This design comes from an exercise in tuning for small area, a short achievable clock period and few clock cycles per item on the open sky130 flow, not from production work.
Function was checked by simulation only, so behaviour that the tests miss may differ from the original.

==> exp/nickel: inputs <==
## mx_block_mac
module mx_block_mac (
    input  wire         clk,
    input  wire         rst,         
    input  wire         in_valid,
    input  wire [127:0] a_elems,     
    input  wire [127:0] b_elems,
    input  wire [7:0]   a_scale,
    input  wire [7:0]   b_scale,
    input  wire [31:0]  acc_in,
    output reg          out_valid,
    output reg  [31:0]  acc_out
);
clock: 50.0 ns
lec_check: 0
abc_area: 1
cap_margin: 20
core_margin: 2
core_utilization: 55
cts_cluster_diameter: 150
cts_cluster_size: 25
slew_margin: 20
standard.sh (not shown) runs the stock make flow with config.mk's settings and CLKGATE_MAP_FILE= SYNTH_SCRIPT=/design/flow/synth_recipe.tcl, a recipe that flattens the netlist after the stock synthesis.
==> flow/flow/run.sh <==
#!/bin/bash
# The standard layout (standard.sh), except that the buffers ORFS puts on the
# ports are buf_1 cells rather than the cell it picks by default. Every port
# still gets a buffer. The whole layout's output goes to layout.log.
set -euo pipefail
bash ./standard.sh "BUFFER_PORTS_ARGS=-buffer_cell sky130_fd_sc_hd__buf_1" finish > layout.log 2>&1
==> inputs of exp/juniper, as changes to exp/nickel <==
--- a/flow/config.mk
+++ b/flow/config.mk
@@ -6,9 +6,9 @@
 export NUM_CORES = 4
 export LEC_CHECK = 0
 export ABC_AREA = 1
 export CAP_MARGIN = 20
 export CORE_MARGIN = 2
-export CORE_UTILIZATION = 55
+export CORE_UTILIZATION = 65
 export CTS_CLUSTER_DIAMETER = 150
 export CTS_CLUSTER_SIZE = 25
 export SLEW_MARGIN = 20
==> inputs of exp/xenon, as changes to exp/nickel <==
--- a/flow/config.mk
+++ b/flow/config.mk
@@ -6,9 +6,9 @@
 export NUM_CORES = 4
 export LEC_CHECK = 0
 export ABC_AREA = 1
 export CAP_MARGIN = 20
 export CORE_MARGIN = 2
-export CORE_UTILIZATION = 55
+export CORE_UTILIZATION = 75
 export CTS_CLUSTER_DIAMETER = 150
-export CTS_CLUSTER_SIZE = 25
+export CTS_CLUSTER_SIZE = 20
 export SLEW_MARGIN = 20
==> inputs of exp/quartz, as changes to exp/nickel <==
--- a/flow/design.v
+++ b/flow/design.v
@@ -196,86 +196,59 @@
                 3'd4: y = 4'd4;  3'd5: y = 4'd6;  3'd6: y = 4'd8;  default: y = 4'd12;
             endcase
             pmag = x * y;
         end
     endfunction
-    wire [31:0] sg_in;
-    wire [63:0] cl_in;
-    wire [95:0] ex_in;
-    genvar gp;
-    generate for (gp = 0; gp < 32; gp = gp + 1) begin : g_enc
-        wire [3:0] ea = a_elems[4*gp+3:4*gp], eb = b_elems[4*gp+3:4*gp];
-        wire fa = ea[0] & (ea[2] | ea[1]);
-        wire fb = eb[0] & (eb[2] | eb[1]);
-        wire nz = (ea[2:0] != 3'd0) && (eb[2:0] != 3'd0);
-        assign sg_in[gp] = ea[3] ^ eb[3];
-        assign cl_in[2*gp+1:2*gp] = !nz ? 2'd0 : (fa & fb) ? 2'd3 : (fa | fb) ? 2'd2 : 2'd1;
-        assign ex_in[3*gp+2:3*gp] = {1'b0, ea[2:1]} + {1'b0, eb[2:1]};
-    end endgenerate
     reg         v0;
+    reg [127:0] a_q, b_q;
     reg [7:0]   sa_q, sb_q;
-    reg [31:0]  sg;
-    reg [63:0]  cl;
-    reg [95:0]  ex;
     reg [31:0]  acc_q;
     always @(posedge clk) begin
         if (rst) v0 <= 1'b0;
         else     v0 <= in_valid;
-        sg <= sg_in; cl <= cl_in; ex <= ex_in; acc_q <= acc_in;
-        sa_q <= a_scale; sb_q <= b_scale;
+        a_q <= a_elems; b_q <= b_elems; sa_q <= a_scale; sb_q <= b_scale; acc_q <= acc_in;
     end
-    function [8:0] tenc;
-        input       s;
-        input [1:0] c;
-        input [2:0] e;
-        reg         c9, c3;
-        reg [10:0]  l0, l1, l2;
-        begin
-            c9 = (c == 2'd3);
-            c3 = (c == 2'd2);
-            l0 = (c != 2'd0) ? {{7{s}}, s ^ c9, s ? ~c3 : ~c9, c3 | (s & c9), c9} : 11'd0;
-            l1 = e[0] ? {l0[9:0], 1'b0} : l0;
-            l2 = e[1] ? {l1[8:0], 2'b00} : l1;
-            l0 = e[2] ? {l2[6:0], 4'b0000} : l2;
-            tenc = {~l0[10], l0[9:2]};
-        end
-    endfunction
-    wire [8:0] px0 = tenc(sg[0], cl[1:0], ex[2:0]);
-    wire [8:0] px1 = tenc(sg[1], cl[3:2], ex[5:3]);
-    wire [8:0] px2 = tenc(sg[2], cl[5:4], ex[8:6]);
-    wire [8:0] px3 = tenc(sg[3], cl[7:6], ex[11:9]);
-    wire [8:0] px4 = tenc(sg[4], cl[9:8], ex[14:12]);
-    wire [8:0] px5 = tenc(sg[5], cl[11:10], ex[17:15]);
-    wire [8:0] px6 = tenc(sg[6], cl[13:12], ex[20:18]);
-    wire [8:0] px7 = tenc(sg[7], cl[15:14], ex[23:21]);
-    wire [8:0] px8 = tenc(sg[8], cl[17:16], ex[26:24]);
-    wire [8:0] px9 = tenc(sg[9], cl[19:18], ex[29:27]);
-    wire [8:0] px10 = tenc(sg[10], cl[21:20], ex[32:30]);
-    wire [8:0] px11 = tenc(sg[11], cl[23:22], ex[35:33]);
-    wire [8:0] px12 = tenc(sg[12], cl[25:24], ex[38:36]);
-    wire [8:0] px13 = tenc(sg[13], cl[27:26], ex[41:39]);
-    wire [8:0] px14 = tenc(sg[14], cl[29:28], ex[44:42]);
-    wire [8:0] px15 = tenc(sg[15], cl[31:30], ex[47:45]);
-    wire [8:0] px16 = tenc(sg[16], cl[33:32], ex[50:48]);
-    wire [8:0] px17 = tenc(sg[17], cl[35:34], ex[53:51]);
-    wire [8:0] px18 = tenc(sg[18], cl[37:36], ex[56:54]);
-    wire [8:0] px19 = tenc(sg[19], cl[39:38], ex[59:57]);
-    wire [8:0] px20 = tenc(sg[20], cl[41:40], ex[62:60]);
-    wire [8:0] px21 = tenc(sg[21], cl[43:42], ex[65:63]);
-    wire [8:0] px22 = tenc(sg[22], cl[45:44], ex[68:66]);
-    wire [8:0] px23 = tenc(sg[23], cl[47:46], ex[71:69]);
-    wire [8:0] px24 = tenc(sg[24], cl[49:48], ex[74:72]);
-    wire [8:0] px25 = tenc(sg[25], cl[51:50], ex[77:75]);
-    wire [8:0] px26 = tenc(sg[26], cl[53:52], ex[80:78]);
-    wire [8:0] px27 = tenc(sg[27], cl[55:54], ex[83:81]);
-    wire [8:0] px28 = tenc(sg[28], cl[57:56], ex[86:84]);
-    wire [8:0] px29 = tenc(sg[29], cl[59:58], ex[89:87]);
-    wire [8:0] px30 = tenc(sg[30], cl[61:60], ex[92:90]);
-    wire [8:0] px31 = tenc(sg[31], cl[63:62], ex[95:93]);
-    wire all_neg_zero = &sg && (cl == 64'd0);    
-    wire [8:0]  esum = {1'b0, sa_q} + {1'b0, sb_q};
-    wire        snan = (sa_q == 8'hFF) || (sb_q == 8'hFF);
+    wire [31:0] sg;       
+    wire [31:0] nz;       
+    wire [8:0] px0 = tf1(sg[0], a_q[2:0], b_q[2:0]);
+    wire [8:0] px1 = tf1(sg[1], a_q[6:4], b_q[6:4]);
+    wire [8:0] px2 = tf1(sg[2], a_q[10:8], b_q[10:8]);
+    wire [8:0] px3 = tf1(sg[3], a_q[14:12], b_q[14:12]);
+    wire [8:0] px4 = tf1(sg[4], a_q[18:16], b_q[18:16]);
+    wire [8:0] px5 = tf1(sg[5], a_q[22:20], b_q[22:20]);
+    wire [8:0] px6 = tf1(sg[6], a_q[26:24], b_q[26:24]);
+    wire [8:0] px7 = tf1(sg[7], a_q[30:28], b_q[30:28]);
+    wire [8:0] px8 = tf1(sg[8], a_q[34:32], b_q[34:32]);
+    wire [8:0] px9 = tf1(sg[9], a_q[38:36], b_q[38:36]);
+    wire [8:0] px10 = tf1(sg[10], a_q[42:40], b_q[42:40]);
+    wire [8:0] px11 = tf1(sg[11], a_q[46:44], b_q[46:44]);
+    wire [8:0] px12 = tf1(sg[12], a_q[50:48], b_q[50:48]);
+    wire [8:0] px13 = tf1(sg[13], a_q[54:52], b_q[54:52]);
+    wire [8:0] px14 = tf1(sg[14], a_q[58:56], b_q[58:56]);
+    wire [8:0] px15 = tf1(sg[15], a_q[62:60], b_q[62:60]);
+    wire [8:0] px16 = tf1(sg[16], a_q[66:64], b_q[66:64]);
+    wire [8:0] px17 = tf1(sg[17], a_q[70:68], b_q[70:68]);
+    wire [8:0] px18 = tf1(sg[18], a_q[74:72], b_q[74:72]);
+    wire [8:0] px19 = tf1(sg[19], a_q[78:76], b_q[78:76]);
+    wire [8:0] px20 = tf1(sg[20], a_q[82:80], b_q[82:80]);
+    wire [8:0] px21 = tf1(sg[21], a_q[86:84], b_q[86:84]);
+    wire [8:0] px22 = tf1(sg[22], a_q[90:88], b_q[90:88]);
+    wire [8:0] px23 = tf1(sg[23], a_q[94:92], b_q[94:92]);
+    wire [8:0] px24 = tf1(sg[24], a_q[98:96], b_q[98:96]);
+    wire [8:0] px25 = tf1(sg[25], a_q[102:100], b_q[102:100]);
+    wire [8:0] px26 = tf1(sg[26], a_q[106:104], b_q[106:104]);
+    wire [8:0] px27 = tf1(sg[27], a_q[110:108], b_q[110:108]);
+    wire [8:0] px28 = tf1(sg[28], a_q[114:112], b_q[114:112]);
+    wire [8:0] px29 = tf1(sg[29], a_q[118:116], b_q[118:116]);
+    wire [8:0] px30 = tf1(sg[30], a_q[122:120], b_q[122:120]);
+    wire [8:0] px31 = tf1(sg[31], a_q[126:124], b_q[126:124]);
+    genvar gi;
+    generate for (gi = 0; gi < 32; gi = gi + 1) begin : g_sign
+        assign sg[gi] = a_q[4*gi+3] ^ b_q[4*gi+3];
+        assign nz[gi] = (a_q[4*gi+2:4*gi] != 3'd0) && (b_q[4*gi+2:4*gi] != 3'd0);
+    end endgenerate
+    wire all_neg_zero = &(sg & ~nz);    
     wire h_2, h_1;
     assign {h_2, h_1} = px0[0] + px10[0] + px11[0];
     wire h_4, h_3;
     assign {h_4, h_3} = px12[0] + px13[0] + px14[0];
     wire h_6, h_5;
@@ -820,10 +793,12 @@
     assign {h_544, h_543} = h_497 + h_518 + h_519;
     wire h_546, h_545;
     assign {h_546, h_545} = h_498 + h_521 + h_520;
     wire [13:0] cs0 = {1'b0, h_522, h_545, h_543, h_541, h_539, h_537, h_535, h_533, h_531, h_529, h_527, h_525, h_523};
     wire [13:0] cs1 = {1'b0, h_546, h_544, h_542, h_540, h_538, h_536, h_534, h_532, h_530, h_528, h_526, h_524, h_499};
+    wire [8:0]  esum = {1'b0, sa_q} + {1'b0, sb_q};
+    wire        snan = (sa_q == 8'hFF) || (sb_q == 8'hFF);
     wire [13:0] cpa_a = cs0;
     wire [13:0] cpa_b = cs1;
     wire [13:0] cpa_p = cpa_a ^ cpa_b;
     wire [13:0] cpa_g = cpa_a & cpa_b;
     wire cpa_G1 = cpa_g[1] | (cpa_p[1] & cpa_g[0]);
==> flow/run.sh (new file) <==
#!/bin/bash
# synth_recipe.tcl (not shown) runs the flow's synth.tcl, then flattens the netlist and writes it again
# the make line also repeats each setting of config.mk as NAME=value (left out here)
make -C /OpenROAD-flow-scripts/flow DESIGN_CONFIG=/design/flow/config.mk WORK_HOME=/design/flow/orfs CLKGATE_MAP_FILE= SYNTH_SCRIPT=/design/flow/synth_recipe.tcl finish
--- a/flow/config.mk
+++ b/flow/config.mk
@@ -7,8 +7,6 @@
 export LEC_CHECK = 0
 export ABC_AREA = 1
 export CAP_MARGIN = 20
 export CORE_MARGIN = 2
 export CORE_UTILIZATION = 55
-export CTS_CLUSTER_DIAMETER = 150
-export CTS_CLUSTER_SIZE = 25
 export SLEW_MARGIN = 20
removed: flow/flow/run.sh
removed: flow/standard.sh
==> comparison <==
exp/xenon completed with no timing, DRC or antenna violations. exp/juniper completed without violations. exp/nickel went through all stages and came out clean. exp/quartz passed the timing, DRC and antenna checks. Die area, lowest first: exp/xenon, exp/juniper, exp/nickel, exp/quartz. Against exp/juniper, the first-iteration DRC count of exp/quartz is smaller by about 15%. Between exp/juniper and exp/quartz, the lower worst setup slack is in exp/quartz (gap 380 ps). In exp/xenon the worst hold slack is worse than in exp/nickel, by 2.4 ps. Against exp/nickel, the non-clock buffer count of exp/quartz is lower by 3. The lowest final cell count belongs to exp/xenon, the highest to exp/quartz. The lowest sequential share of layout area belongs to exp/nickel, the highest to exp/quartz. Register-to-register slack: exp/nickel is higher than exp/xenon (50 ps). In synthesized cell count, exp/juniper and exp/nickel do not differ.
==> figures <==
Drt initial violations: exp/xenon 3334; exp/juniper 2580; exp/quartz 2201; exp/nickel 2436
Overall fraction of global-route tracks in use: exp/xenon 41.58%; exp/juniper 34.17%; exp/quartz 28.50%; exp/nickel 29.71%
Layout Utilization: exp/xenon 80.78%; exp/juniper 70.01%; exp/quartz 63.98%; exp/nickel 59.15%
Layout cells sized above 1: exp/xenon 3.530%; exp/juniper 3.458%; exp/quartz 3.817%; exp/nickel 3.476%
Placement row count: exp/xenon 80; exp/juniper 86; exp/quartz 96; exp/nickel 94
Outcome: exp/xenon no timing/DRC/antenna violations; exp/juniper no timing/DRC/antenna violations; exp/quartz no timing/DRC/antenna violations; exp/nickel no timing/DRC/antenna violations
Hold_sp: exp/xenon acc_q[10]; exp/juniper acc_q[30]; exp/quartz acc_q[26]; exp/nickel acc_q[23]
Final clock skew: exp/xenon 35.03 ps; exp/juniper 40.57 ps; exp/quartz 11.88 ps; exp/nickel 41.98 ps
Final Routed Wirelength: exp/xenon 105000 µm; exp/juniper 100100 µm; exp/quartz 101500 µm; exp/nickel 102500 µm
Clock-pin slew on the worst setup and hold paths: exp/xenon 80 ps; exp/juniper 100 ps; exp/quartz 60 ps; exp/nickel 100 ps
Number of clock sinks: exp/xenon 400; exp/juniper 400; exp/quartz 464; exp/nickel 400
Arrival time worst endpoint: exp/xenon 1080 ps; exp/juniper 1060 ps; exp/quartz 1440 ps; exp/nickel 1060 ps
Xor/xnor cell area share of the yosys netlist: exp/xenon 3.201%; exp/juniper 3.201%; exp/quartz 3.126%; exp/nickel 3.201%
Clock buffer and inverter area fraction after layout: exp/xenon 1.509%; exp/juniper 1.248%; exp/quartz 3.920%; exp/nickel 1.243%
Post-synthesis register bit count: exp/xenon 400; exp/juniper 400; exp/quartz 464; exp/nickel 400
Final cell area excluding filler cells: exp/xenon 38730 µm²; exp/juniper 38800 µm²; exp/quartz 43880 µm²; exp/nickel 38960 µm²
WL per Instance: exp/xenon 17.42 µm; exp/juniper 16.27 µm; exp/quartz 15.59 µm; exp/nickel 16.34 µm
Testbench counts of exp/nickel, summed over its fixed seeds: cycles 16,032, items 16,000.
Testbench counts of exp/juniper, summed over its fixed seeds: cycles 16,032, items 16,000.
Testbench counts of exp/xenon, summed over its fixed seeds: cycles 16,032, items 16,000.
Testbench counts of exp/quartz, summed over its fixed seeds: cycles 16,032, items 16,000.

## what the ideal ports hide
Ports are ideal in the flow. The routed layouts listed here were re-timed in OpenROAD.
Step 1 assumes that a clkbuf_16 drives the clock port and a buf_2 every other input.
Step 2 adds t to the input delays and takes it off the output delays; t is the mean of the earliest and latest rising clock arrival at the registers after step 1. Input paths then give back, and output paths get back, about the clock's delay inside the block.
Three values: ideal, step 1, step 2; two values: the first two.
| run | shift t [ns] | slack for setup (ns) | worst setup path after step 2 | slew at the worst register clock pin (ns) | worst slew at a driven data input, ns |
|---|---|---|---|---|---|
| exp/nickel | 0.637 | 38.941 / 38.878 / 39.057 | register to register | 0.11 / 0.11 | 0.05 |
| exp/juniper | 0.647 | 38.938 / 38.870 / 39.072 | input to register | 0.12 / 0.12 | 0.06 |
| exp/xenon | 0.651 | 38.925 / 38.862 / 38.983 | input to register | 0.11 / 0.11 | 0.09 |
| exp/quartz | 0.650 | 38.562 / 38.494 / 39.144 | register to output | 0.06 / 0.06 | 0.08 |
After both steps every run listed still meets setup and hold.
